Context: an optimization exercise on an open-source flow, tuned for small area, a short achievable clock period and few clock cycles per item. The choices shown serve that exercise and are no tape-out recipe.
Only simulation tests tie the RTL to the original design; equivalence was not proved.
Power figures rest on the tool's default switching activity, not on a simulated workload.

<file path="flow/config.mk">
export PLATFORM = sky130hd
export DESIGN_NAME = loop_engine
export DESIGN_NICKNAME = loop_engine
export VERILOG_FILES = /design/flow/design.v
export SDC_FILE = /design/flow/constraint.sdc
export NUM_CORES = 4
export LEC_CHECK = 0
export CAP_MARGIN = 20
export CORE_MARGIN = 2
export CORE_UTILIZATION = 40
export PLACE_DENSITY = 0.6
export SLEW_MARGIN = 20
</file>
<file path="flow/constraint.sdc">
create_clock -name core_clock -period 18.0 [get_ports {clk}]
set_input_delay 3.6000 -clock core_clock [delete_from_list [all_inputs] [get_ports {clk}]]
set_output_delay 3.6000 -clock core_clock [all_outputs]
set_load 0.01 [all_outputs]
</file>
<file path="flow/design.v">
module loop_div #(
    parameter integer C = 125,
    parameter integer W = 7         
) (
    input  wire [W+3:0] x,
    output reg  [3:0]   q,
    output reg  [W-1:0] r
);
    integer j;
    reg [W+3:0] m;
    always @(*) begin
        q = 4'd0;
        for (j = 1; j < 16; j = j + 1)
            if (x >= j * C) q = j[3:0];
        m = q * C;
        r = x - m;
    end
endmodule
module loop_engine (
    input  wire               clk,
    input  wire               rst,
    input  wire               start,
    output wire               ready,
    input  wire               preset,
    input  wire        [1:0]  mode,
    input  wire               ff_en,
    input  wire               fb_ok,
    input  wire signed [31:0] sp_r,
    input  wire signed [31:0] fb,
    input  wire signed [31:0] u0,
    input  wire        [23:0] kp,
    input  wire        [26:0] ki,
    input  wire        [20:0] lim_chg,
    input  wire        [20:0] lim_dis,
    input  wire        [31:0] ocv_sum,
    input  wire               ocv_ok,
    input  wire        [23:0] rs_sum,
    input  wire        [31:0] v_last,
    input  wire               vlast_ok,
    output reg                done,
    output reg  signed [31:0] u,
    output reg  signed [31:0] ig,
    output reg  signed [31:0] p,
    output reg  signed [31:0] ff,
    output reg                limhi,
    output reg                limlo,
    output reg                fflost
);
    localparam [31:0] KA = 32'd10000000;     
    localparam [31:0] KB = 32'd655360000;    
    localparam [1:0] ST_IDLE = 2'd0, ST_PREP = 2'd1, ST_RUN = 2'd2;
    reg [1:0] st;
    assign ready = (st == ST_IDLE);
    reg               r_preset, r_ffen, r_fbok, r_ocvok, r_vlok;
    reg        [1:0]  r_mode;
    reg signed [31:0] r_sp, r_fb, r_u0;
    reg        [31:0] r_v0;
    reg        [20:0] r_hi, r_lo;
    reg        [26:0] r_ki;
    wire cls   = (r_mode == 2'd1);
    wire neg_s = r_mode[1];
    wire ffm0  = r_ffen && (r_mode == 2'd0);
    reg signed [41:0] iq;      
    reg        [29:0] irr;     
    reg               itag;    
    reg [1:0] pph;  reg [3:0] pcnt;    
    reg [1:0] vph;  reg [3:0] vcnt;    
    reg [1:0] iph;  reg [3:0] icnt;    
    reg [1:0] ipass;                   
    reg [3:0] ncnt;                    
    reg [1:0] dph;  reg [3:0] dcnt;    
    reg       p_ok, i_ok, f_ok, s_ok;
    reg       sg_e, sg_u, sg_sp, sg_c;
    wire signed [32:0] d1 = {r_sp[31], r_sp} - {r_fb[31], r_fb};
    wire signed [32:0] d2 = {r_fb[31], r_fb} - {r_sp[31], r_sp};
    wire        [31:0] eabs = d1[32] ? d2[31:0] : d1[31:0];
    wire signed [31:0] uprev = r_preset ? r_u0 : u;
    wire        [31:0] uabs  = uprev[31] ? -uprev : uprev;
    wire        [31:0] spabs = r_sp[31] ? -r_sp : r_sp;
    wire        [41:0] qabs  = iq[41] ? -iq : iq;
    wire conv = !r_preset && r_fbok && (cls != itag);
    reg  [31:0] pA;
    reg  [31:0] pH;
    reg  [23:0] pL;
    reg  [6:0]  prem;
    wire [55:0] pr    = {pH, pL};
    wire [35:0] psum  = {4'd0, pH} + pL[3:0] * pA;
    wire [3:0]  pq;
    wire [6:0]  pr_n;
    loop_div #(.C(125), .W(7)) u_pdiv (
        .x({(pph == 2'd2 && pcnt == 4'd8) ? pr[41:35] : prem, pr[34:31]}), .q(pq), .r(pr_n));
    wire        p_neg  = sg_e ^ neg_s;
    wire        p_sat  = cls ? (|pr[55:47]) : ((pr[55:35] >= 21'd125) | pr[34]);
    wire [30:0] p_mag  = cls ? pr[46:16] : pr[33:3];
    wire [31:0] p_val  = p_sat ? (p_neg ? 32'h80000000 : 32'h7fffffff)
                               : (p_neg ? -{1'b0, p_mag} : {1'b0, p_mag});
    reg  [31:0] vA;
    reg  [31:0] vH;
    reg  [23:0] vL;
    reg  [6:0]  vrem;
    wire [55:0] vr    = {vH, vL};
    wire [35:0] vsum  = {4'd0, vH} + vL[3:0] * vA;
    wire [3:0]  vq;
    wire [6:0]  vr_n;
    loop_div #(.C(125), .W(7)) u_vdiv (
        .x({(vph == 2'd2 && vcnt == 4'd12) ? {2'b00, vr[55:51]} : vrem, vr[50:47]}), .q(vq), .r(vr_n));
    wire signed [48:0] vsig = sg_u ? ({17'd0, r_v0} - {1'b0, vr[50:3]})
                                   : ({17'd0, r_v0} + {1'b0, vr[50:3]});
    reg  [51:0] nR;            
    reg  [45:0] vd;            
    reg  [45:0] drem;
    reg         dov;
    wire [47:0] dt1 = {1'b0, drem, nR[31]} - {2'b00, vd};
    wire [45:0] dr1 = dt1[47] ? {drem[44:0], nR[31]} : dt1[45:0];
    wire [47:0] dt2 = {1'b0, dr1, nR[30]} - {2'b00, vd};
    wire [45:0] dr2 = dt2[47] ? {dr1[44:0], nR[30]} : dt2[45:0];
    wire        f_sat = dov | nR[31];
    wire [31:0] f_val = f_sat ? (sg_sp ? 32'h80000000 : 32'h7fffffff)
                              : (sg_sp ? -{1'b0, nR[30:0]} : {1'b0, nR[30:0]});
    reg  [33:0] iA;
    reg  [33:0] iH;
    reg  [31:0] iL;
    reg  [16:0] irem;
    wire [65:0] ir    = {iH, iL};
    wire [37:0] isum  = {4'd0, iH} + iL[3:0] * iA;
    wire        ifirst = (iph == 2'd2 && icnt == 4'd10);
    wire [3:0]  iqa, iqb;
    wire [16:0] ira_n;
    wire [9:0]  irb_n;
    loop_div #(.C(78125), .W(17)) u_ida (
        .x({ifirst ? ir[63:47] : irem, ir[46:43]}), .q(iqa), .r(ira_n));
    loop_div #(.C(625), .W(10)) u_idb (
        .x({ifirst ? {6'd0, ir[63:60]} : irem[9:0], ir[59:56]}), .q(iqb), .r(irb_n));
    wire [39:0] qx = ir[39:0];
    wire [29:0] rx = cls ? {irem[9:0], ir[59:40]} : {6'd0, irem[16:0], ir[46:40]};
    wire        sx = (ipass == 2'd2) ? (sg_e ^ neg_s) : (ipass == 2'd0) ? sg_c : 1'b0;
    wire [29:0] kk = cls ? KB[29:0] : KA[29:0];
    wire signed [41:0] qb = (ipass == 2'd0) ? 42'sd0 : iq;
    wire        [29:0] rb = (ipass == 2'd0) ? 30'd0 : irr;
    wire [30:0] ras  = {1'b0, rb} + {1'b0, rx};
    wire        rcy  = ras >= {1'b0, kk};
    wire [30:0] rds  = {1'b0, rb} - {1'b0, rx};
    wire        rbw  = rds[30];
    wire [29:0] r_acc = sx ? (rbw ? rds[29:0] + kk : rds[29:0])
                           : (rcy ? ras[29:0] - kk : ras[29:0]);
    wire signed [41:0] q_acc = sx ? (qb - $signed({2'b00, qx}) - rbw)
                                  : (qb + $signed({2'b00, qx}) + rcy);
    reg  signed [32:0] sS;     
    wire signed [41:0] hi42 = {21'd0, r_hi};
    wire signed [41:0] lo42 = -$signed({21'd0, r_lo});
    wire signed [41:0] s42  = {{9{sS[32]}}, sS};
    wire signed [41:0] u042 = {{10{r_u0[31]}}, r_u0};
    wire               rnz  = !r_preset && (irr != 30'd0);
    wire               inc  = rnz && iq[41];
    wire signed [41:0] wc   = r_preset ? u042 : iq + s42;
    wire signed [41:0] bhi  = hi42 - s42;
    wire signed [41:0] blo  = lo42 - s42;
    wire               hiC  = (wc > hi42) || (wc == hi42 && rnz);
    wire               loC  = wc < lo42;
    wire signed [41:0] wu   = wc + inc;
    wire signed [41:0] iun  = r_preset ? (u042 - s42) : (iq + inc);
    wire signed [41:0] igm  = hiC ? bhi : loC ? blo : iun;
    wire signed [31:0] unew = hiC ? $signed({11'd0, r_hi}) : loC ? -$signed({11'd0, r_lo}) : wu[31:0];
    wire signed [31:0] igs  = (igm > 42'sd2147483647) ? 32'sh7fffffff :
                              (igm < -42'sd2147483648) ? 32'sh80000000 : igm[31:0];
    wire all_ok = p_ok && i_ok && s_ok;
    always @(posedge clk) begin
        if (rst) begin
            st    <= ST_IDLE;
            done  <= 1'b0;
            u     <= 32'sd0;
            ig    <= 32'sd0;
            p     <= 32'sd0;
            ff    <= 32'sd0;
            limhi <= 1'b0;
            limlo <= 1'b0;
            fflost <= 1'b0;
            iq    <= 42'sd0;
            irr   <= 30'd0;
            itag  <= 1'b0;
            pph   <= 2'd0;
            vph   <= 2'd0;
            iph   <= 2'd0;
            dph   <= 2'd0;
            ncnt  <= 4'd0;
        end else begin
            done <= 1'b0;
            case (st)
                ST_IDLE: if (start) st <= ST_PREP;
                ST_PREP: begin
                    if (!r_preset && !r_fbok) begin
                        limhi <= (u == $signed({11'd0, r_hi}));
                        limlo <= (u == -$signed({11'd0, r_lo}));
                        done  <= 1'b1;
                        st    <= ST_IDLE;
                    end else begin
                        st <= ST_RUN;
                        fflost <= ffm0 && !r_ocvok;
                        if (r_preset) p <= 32'sd0;
                        if (ffm0 && r_ocvok) begin
                            vph <= 2'd1;
                            ncnt <= 4'd9;
                            dph <= 2'd1;
                        end else if (ffm0 && r_vlok) begin
                            ncnt <= 4'd9;
                            dph <= 2'd1;
                        end else begin
                            ff <= (r_ffen && r_mode == 2'd1) ? r_sp : 32'sd0;
                        end
                        if (!r_preset) begin
                            pph <= 2'd1;
                            iph <= 2'd1;
                        end
                    end
                end
                ST_RUN: begin
                    if (all_ok) begin
                        u     <= unew;
                        ig    <= igs;
                        limhi <= (unew == $signed({11'd0, r_hi}));
                        limlo <= (unew == -$signed({11'd0, r_lo}));
                        iq    <= (hiC || loC || r_preset) ? igm : iq;
                        irr   <= (hiC || loC || r_preset) ? 30'd0 : irr;
                        itag  <= cls;
                        done  <= 1'b1;
                        st    <= ST_IDLE;
                    end
                end
                default: st <= ST_IDLE;
            endcase
            case (pph)
                2'd1: if (pcnt == 4'd1) pph <= cls ? 2'd3 : 2'd2;
                2'd2: if (pcnt == 4'd1) pph <= 2'd3;
                2'd3: begin p <= p_val; pph <= 2'd0; end
                default: ;
            endcase
            case (vph)
                2'd1: if (vcnt == 4'd1) vph <= 2'd2;
                2'd2: if (vcnt == 4'd1) vph <= 2'd3;
                2'd3: vph <= 2'd0;
                default: ;
            endcase
            case (dph)
                2'd1: if (ncnt == 4'd0 && ((vph == 2'd0 && !r_ocvok) || vph == 2'd3)) begin
                          if ((!r_ocvok && r_v0 == 32'd0) || (r_ocvok && vsig <= 49'sd0)) begin
                              ff  <= 32'sd0;
                              dph <= 2'd0;
                          end else begin
                              dph <= 2'd2;
                          end
                      end
                2'd2: if (dcnt == 4'd0) dph <= 2'd3;
                2'd3: begin ff <= f_val; dph <= 2'd0; end
                default: ;
            endcase
            if (ncnt != 4'd0) ncnt <= ncnt - 4'd1;
            case (iph)
                2'd1: if (icnt == 4'd1) iph <= 2'd2;
                2'd2: if (icnt == 4'd1) iph <= 2'd3;
                2'd3: begin
                    iq  <= q_acc;
                    irr <= r_acc;
                    iph <= (ipass == 2'd2) ? 2'd0 : 2'd1;
                end
                default: ;
            endcase
        end
    end
    always @(posedge clk) begin
        if (st == ST_IDLE) begin
            r_preset <= preset;
            r_mode   <= mode;
            r_ffen   <= ff_en;
            r_fbok   <= fb_ok;
            r_ocvok  <= ocv_ok;
            r_vlok   <= vlast_ok;
            r_sp     <= sp_r;
            r_fb     <= fb;
            r_u0     <= u0;
            r_v0     <= ocv_ok ? ocv_sum : v_last;
            r_hi     <= lim_chg;
            r_lo     <= lim_dis;
            r_ki     <= ki;
            pL       <= kp;
            vL       <= rs_sum;
        end
        if (st == ST_PREP) begin
            p_ok  <= r_preset;
            i_ok  <= r_preset;
            f_ok  <= !(ffm0 && (r_ocvok || r_vlok));
            s_ok  <= 1'b0;
            sg_e  <= d1[32];
            sg_u  <= uprev[31];
            sg_sp <= r_sp[31];
            sg_c  <= iq[41];
            pA    <= eabs;
            pH    <= 32'd0;
            pcnt  <= 4'd6;
            vA    <= uabs;
            vH    <= 32'd0;
            vcnt  <= 4'd6;
            nR    <= {20'd0, spabs};
            iH    <= 34'd0;
            icnt  <= 4'd8;
            if (conv) begin
                ipass <= 2'd0;
                iA    <= qabs[33:0];
                iL    <= cls ? KA : KB;
            end else begin
                ipass <= 2'd2;
                iA    <= {2'b00, eabs};
                iL    <= {5'd0, r_ki};
            end
        end else begin
            if (pph == 2'd3) p_ok <= 1'b1;
            if (iph == 2'd3 && ipass == 2'd2) i_ok <= 1'b1;
            if ((dph == 2'd3) ||
                (dph == 2'd1 && ncnt == 4'd0 && ((vph == 2'd0 && !r_ocvok) || vph == 2'd3) &&
                 ((!r_ocvok && r_v0 == 32'd0) || (r_ocvok && vsig <= 49'sd0))))
                f_ok <= 1'b1;
            if (st == ST_RUN && p_ok && f_ok) s_ok <= 1'b1;
            if (st == ST_RUN && p_ok && f_ok && !s_ok) sS <= {ff[31], ff} + {p[31], p};
        end
        case (pph)
            2'd1: begin
                pH <= psum[35:4];
                pL <= {psum[3:0], pL[23:4]};
                pcnt <= (pcnt == 4'd1) ? 4'd8 : pcnt - 4'd1;
            end
            2'd2: begin
                prem <= pr_n;
                {pH[10:0], pL[23:3]} <= {pH[6:0], pL[23:3], pq};
                pcnt <= pcnt - 4'd1;
            end
            default: ;
        endcase
        case (vph)
            2'd1: begin
                vH <= vsum[35:4];
                vL <= {vsum[3:0], vL[23:4]};
                vcnt <= (vcnt == 4'd1) ? 4'd12 : vcnt - 4'd1;
            end
            2'd2: begin
                vrem <= vr_n;
                {vH[26:0], vL[23:3]} <= {vH[22:0], vL[23:3], vq};
                vcnt <= vcnt - 4'd1;
            end
            2'd3: begin
                vd <= vsig[45:0];
            end
            default: ;
        endcase
        if (ncnt != 4'd0) nR <= nR + {nR[49:0], 2'b00};
        case (dph)
            2'd1: if (ncnt == 4'd0 && ((vph == 2'd0 && !r_ocvok) || vph == 2'd3)) begin
                      if (!r_ocvok) vd <= {14'd0, r_v0};
                      else          vd <= vsig[45:0];
                      drem <= {17'd0, nR[51:23]};
                      dov  <= {17'd0, nR[51:23]} >= (r_ocvok ? vsig[45:0] : {14'd0, r_v0});
                      nR[31:0] <= {nR[22:0], 9'd0};
                      dcnt <= 4'd15;
                  end
            2'd2: begin
                drem <= dr2;
                nR[31:0] <= {nR[29:0], ~dt1[47], ~dt2[47]};
                dcnt <= dcnt - 4'd1;
            end
            default: ;
        endcase
        case (iph)
            2'd1: begin
                iH <= isum[37:4];
                iL <= {isum[3:0], iL[31:4]};
                icnt <= (icnt == 4'd1) ? 4'd10 : icnt - 4'd1;
            end
            2'd2: begin
                irem <= cls ? {7'd0, irb_n} : ira_n;
                {iH, iL} <= {iH[29:0], iL, (cls ? iqb : iqa)};
                icnt <= icnt - 4'd1;
                if (ipass == 2'd0) iA <= {4'd0, irr};
            end
            2'd3: begin
                icnt <= 4'd8;
                iH   <= 34'd0;
                if (ipass == 2'd0) begin
                    ipass <= 2'd1;
                    iL    <= 32'd1;
                end else begin
                    ipass <= 2'd2;
                    iA    <= {2'b00, pA};
                    iL    <= {5'd0, r_ki};
                end
            end
            default: ;
        endcase
    end
endmodule
</file>
<file path="flow/run.sh">
#!/bin/bash
# synth_recipe.tcl (not shown) runs the flow's synth.tcl, then flattens the netlist and writes it again
# the make line also repeats each setting of config.mk as NAME=value (left out here)
make -C /OpenROAD-flow-scripts/flow DESIGN_CONFIG=/design/flow/config.mk WORK_HOME=/design/flow/orfs CLKGATE_MAP_FILE= SYNTH_SCRIPT=/design/flow/synth_recipe.tcl finish
</file>
==> summary.txt <==
==> worst max-delay path: cells and delay by family (launching register included) <==
family                     cells  cell delay [ps]
and+or+nand+nor                7             1900
AOI/OAI and AO/OA             20             7600
DFF                            1              460
buffers and inverters          4              890
adders and majority gates      2              530
==> worst min path at each step <==
stage | from | endpoint | slack [ps] | cells past startpoint
2_1_floorplan | iq[41]$_SDFFE_PP0P_ | sg_c$_DFFE_PP_ | 410 | 0
3_3_place_gp | ig[31]$_SDFFE_PP0P_ | ig[31]$_SDFFE_PP0P_ | 440 | 2
3_5_place_dp | limhi$_SDFFE_PP0P_ | limhi$_SDFFE_PP0P_ | 460 | 2
4_1_cts | limhi$_SDFFE_PP0P_ | limhi$_SDFFE_PP0P_ | 470 | 2
5_1_grt | itag$_SDFFE_PP0P_ | itag$_SDFFE_PP0P_ | 490 | 2
6_report | itag$_SDFFE_PP0P_ | itag$_SDFFE_PP0P_ | 470 | 2
==> state kept, by name, summed over array words and instances, names as in the netlist, 33 cells and up <==
register and count:
iA 34, nR 52, iH 34, sS 33, iq 42, vd 46, drem 46
==> final cells by class <==
cell class	instances	area, um^2	area share
multi-input combinational	10014	71800	0.631
sequential	934	24700	0.217
timing repair buffer	563	5300	0.0466
tap	3366	4210	0.0370
inverter	962	3610	0.0318
clock buffer	151	3280	0.0289
clock inverter	74	800	0.00703
antenna	5	12.5	0.000110
==> cell usage in the layout, fill, tap and decap left out, types with 39 or more instances in the layout <==
master and n:
fa_1 327, a21oi_1 1037, o211ai_1 97, o21bai_1 93
o22ai_1 65, or2_2 58, mux2i_1 177, nor3_1 295
nand4_1 105, a21boi_0 46, mux2_2 94, clkdlybuf4s50_1 417
nor2b_1 159, nor2_1 1012, nand2b_1 106, inv_1 948
ha_1 937, xnor2_1 632, a211oi_1 216, buf_4 141
a311oi_1 43, a222oi_1 53, xor2_1 247, and3_1 131
a21o_1 298, nor3b_1 39, nand3_1 275, nand2_1 1176
nor4_1 96, or3_1 116, o21ai_0 673, o21a_1 115
and2_1 251, o31ai_1 103, clkbuf_16 124, dfxtp_1 332
a22oi_1 152, edfxtp_1 602, a31oi_1 125
==> per-stage QoR <==
step / area [um^2] / setup WS (ps) / cells / utilization / hold slack, ps
CTS: 114000 / 6720 / 16062 / 0.447 / 469
global route: 114000 / 5910 / 16065 / 0.448 / 489
finish: 114000 / 6410 / 16069 / 0.448 / 471
floorplan: 102000 / 7990 / 12510 / - / 406
global placement: 110000 / 7010 / 15837 / 0.431 / 445
detailed placement: 110000 / 6860 / 15837 / 0.431 / 455
==> logic make-up (layout without fill, tap and decap cells) <==
logic type      after synthesis  after routing  share of synthesized area
compound gates             3605           3605                      0.230
xor+xnor                    881            881                     0.0756
fa+ha+maj                  1276           1276                      0.180
buf+inv                    1562           1750                     0.0581
flops                       934            934                      0.242
mux                         273            273                     0.0279
other cells                   0              5                          0
simple gates               3979           3979                      0.186
==> metal layers <==
metal  global-route usage  vias to the layer above  share of wire
met5                    0                        -       0.000086
met4                0.140                        6          0.053
met3               0.0464                      734          0.079
met2                0.475                     4277           0.43
met1                0.431                    47835           0.44
li1                     -                    45249              -
==> where the power goes <==
group	internal (uW)	switching, uW
Clock	1450	1090
Combinational	3850	5540
Sequential	2650	586
==> results.yml <==
layout:
  synthToLayoutAreaGrowth_pct: 11.3
  layout.nets: 14156
  nFillCells: 25134
  drive_gt1_frac: 0.0492
setup_path:
  reg2reg_slack_ps: 6410
  timing.rr.end: "drem[42]$_SDFFCE_PN0P_"
  cp-end-kind: "register"
  reg2reg_depth: 33
  cpMostUsedCell: "a21oi_1"
  worstPathArrival_ps: 12250
  start_kind: "register"
  r2r-start: "nR[31]$_DFF_P_"
  cp_slowest_stage_delay_ps: 790
  cp-endpoint: "drem[42]$_SDFFCE_PN0P_"
  worstPathMaxFanout: 29
  worstPathRequired_ps: 18660
  worstSetupStartpoint: "nR[31]$_DFF_P_"
  worstSetupPathType: "register to register"
  crit_slowest_cell: "o21ai_4"
routing:
  first_iter_violations: 10384
  num_vias: 98101
  drc: 0
  ant_nets: 0
  avgRoutedWirePerCell_um: 26.0
  routed_via_density: 6.10
  wl_um: 418000
  dr.pass1.iters: 13
clock_network:
  cts_sinks: 934
  clock_path_buffers: 3
  htree_num_levels: 3
  cts_tree: "built"
  clock_latency_ps: 830
  clk_pin_slew_ps: 60
  cts.repair.resized: 0
  root_buffer: "clkbuf_16"
  cts_hold_buf: 0
  post-cts-setup-buffer-count: 0
  cts-buffers-inserted: 118
synthesis:
  synthFlopType: "edfxtp_1"
  synth_area_leader_cell: "edfxtp_1"
  synth_edf_count: 602
  synth_cell_type_count: 109
  synth_most_common_cell: "nand2_1"
  synth_top_area_frac: 0.177
  syn_area_mm2: 0.102
  seq_area_frac_synth: 0.242
  synth-seq-cells: 934
  synth.area.top_cells: "edfxtp_1 (18%), ha_1 (12%), dfxtp_1 (6.5%), fa_1 (6.4%), xnor2_1 (5.4%)"
  synth_common_cells: "nand2_1 (1,178), a21oi_1 (1,040), nor2_1 (1,018), ha_1 (949), inv_1 (949)"
  avgSynthCellArea_um2: 8.17
  synthCells: 12510
  async_flop_share: 0
  yosys_warnings: 4
  synth_nets: 14073
floorplanning:
  dieArea_mm2: 0.260
  initial_core_util: 0.402
  core_area_mm2: 0.254
  placementRows: 185
  die_w_um: 510
  num_io_pins: 420
  dieHeight_um: 510
global_route:
  antenna_found_initial: 18
  track_usage: 0.310
  grt_pass1_vias: 93126
  grt-ovfl-total: 0
  grt_max_degree: 127
  grt_pass1_wl_um: 611000
place:
  numPortBuffers: 419
  place.gp.congestion: 1.00
  dp_hpwl_um: 335000
timing:
  period_needed_ps: 11590
  setup_viol: 0
  finalCritPeriodShare: 0.644
  max_slew_margin: 0.0858
  finalSetupTns_ps: 0
  worst_slew_pin_slew_ps: 1370
  fin_worst_skew_ps: 71.2
  hold_viol: 0
  slew_violations: 0
  fmax_ghz: 0.0863
  rsz0062_at_grt: "false"
status:
  status: "finished clean"
job:
  drv_cap: 0
power_and_ir_drop:
  p_leak_uw: 0.0478
  p_total_uw: 15200
  max-vdd-ir-drop_mv: 0.0956
  p_per_area_mw_per_mm2: 133
worst_hold_path:
  hold_path.class: "register to register"
Testbench counts, summed over its fixed seeds: cycles 81,781, items 3,200.

-- static timing again, ports no longer ideal --
How much do the figures lean on ideal ports? The routed layout below was timed once more, with nothing changed but the port constraints.
Step 1 (the two cells are an assumption about what drives the block):
set clk [get_ports {clk}]
set_driving_cell -lib_cell sky130_fd_sc_hd__clkbuf_16 $clk
set_driving_cell -lib_cell sky130_fd_sc_hd__buf_2 [delete_from_list [all_inputs] $clk]
Step 2, shift: input delay + t, output delay - t, t = (earliest + latest rising clock arrival at the registers) / 2. This alone moves slack from input paths to output paths.
Slacks: ideal / step 1 / step 2; pairs: ideal / step 1.
t (ns): 0.891
setup WS [ns]: 6.414 / 6.414 / 6.414
worst register clock-pin slew, ns: 0.07 / 0.07
After both steps this run still meets setup and hold. The setup slack of this run moves by 0.000 ns with the drivers and by 0.000 ns with both steps.
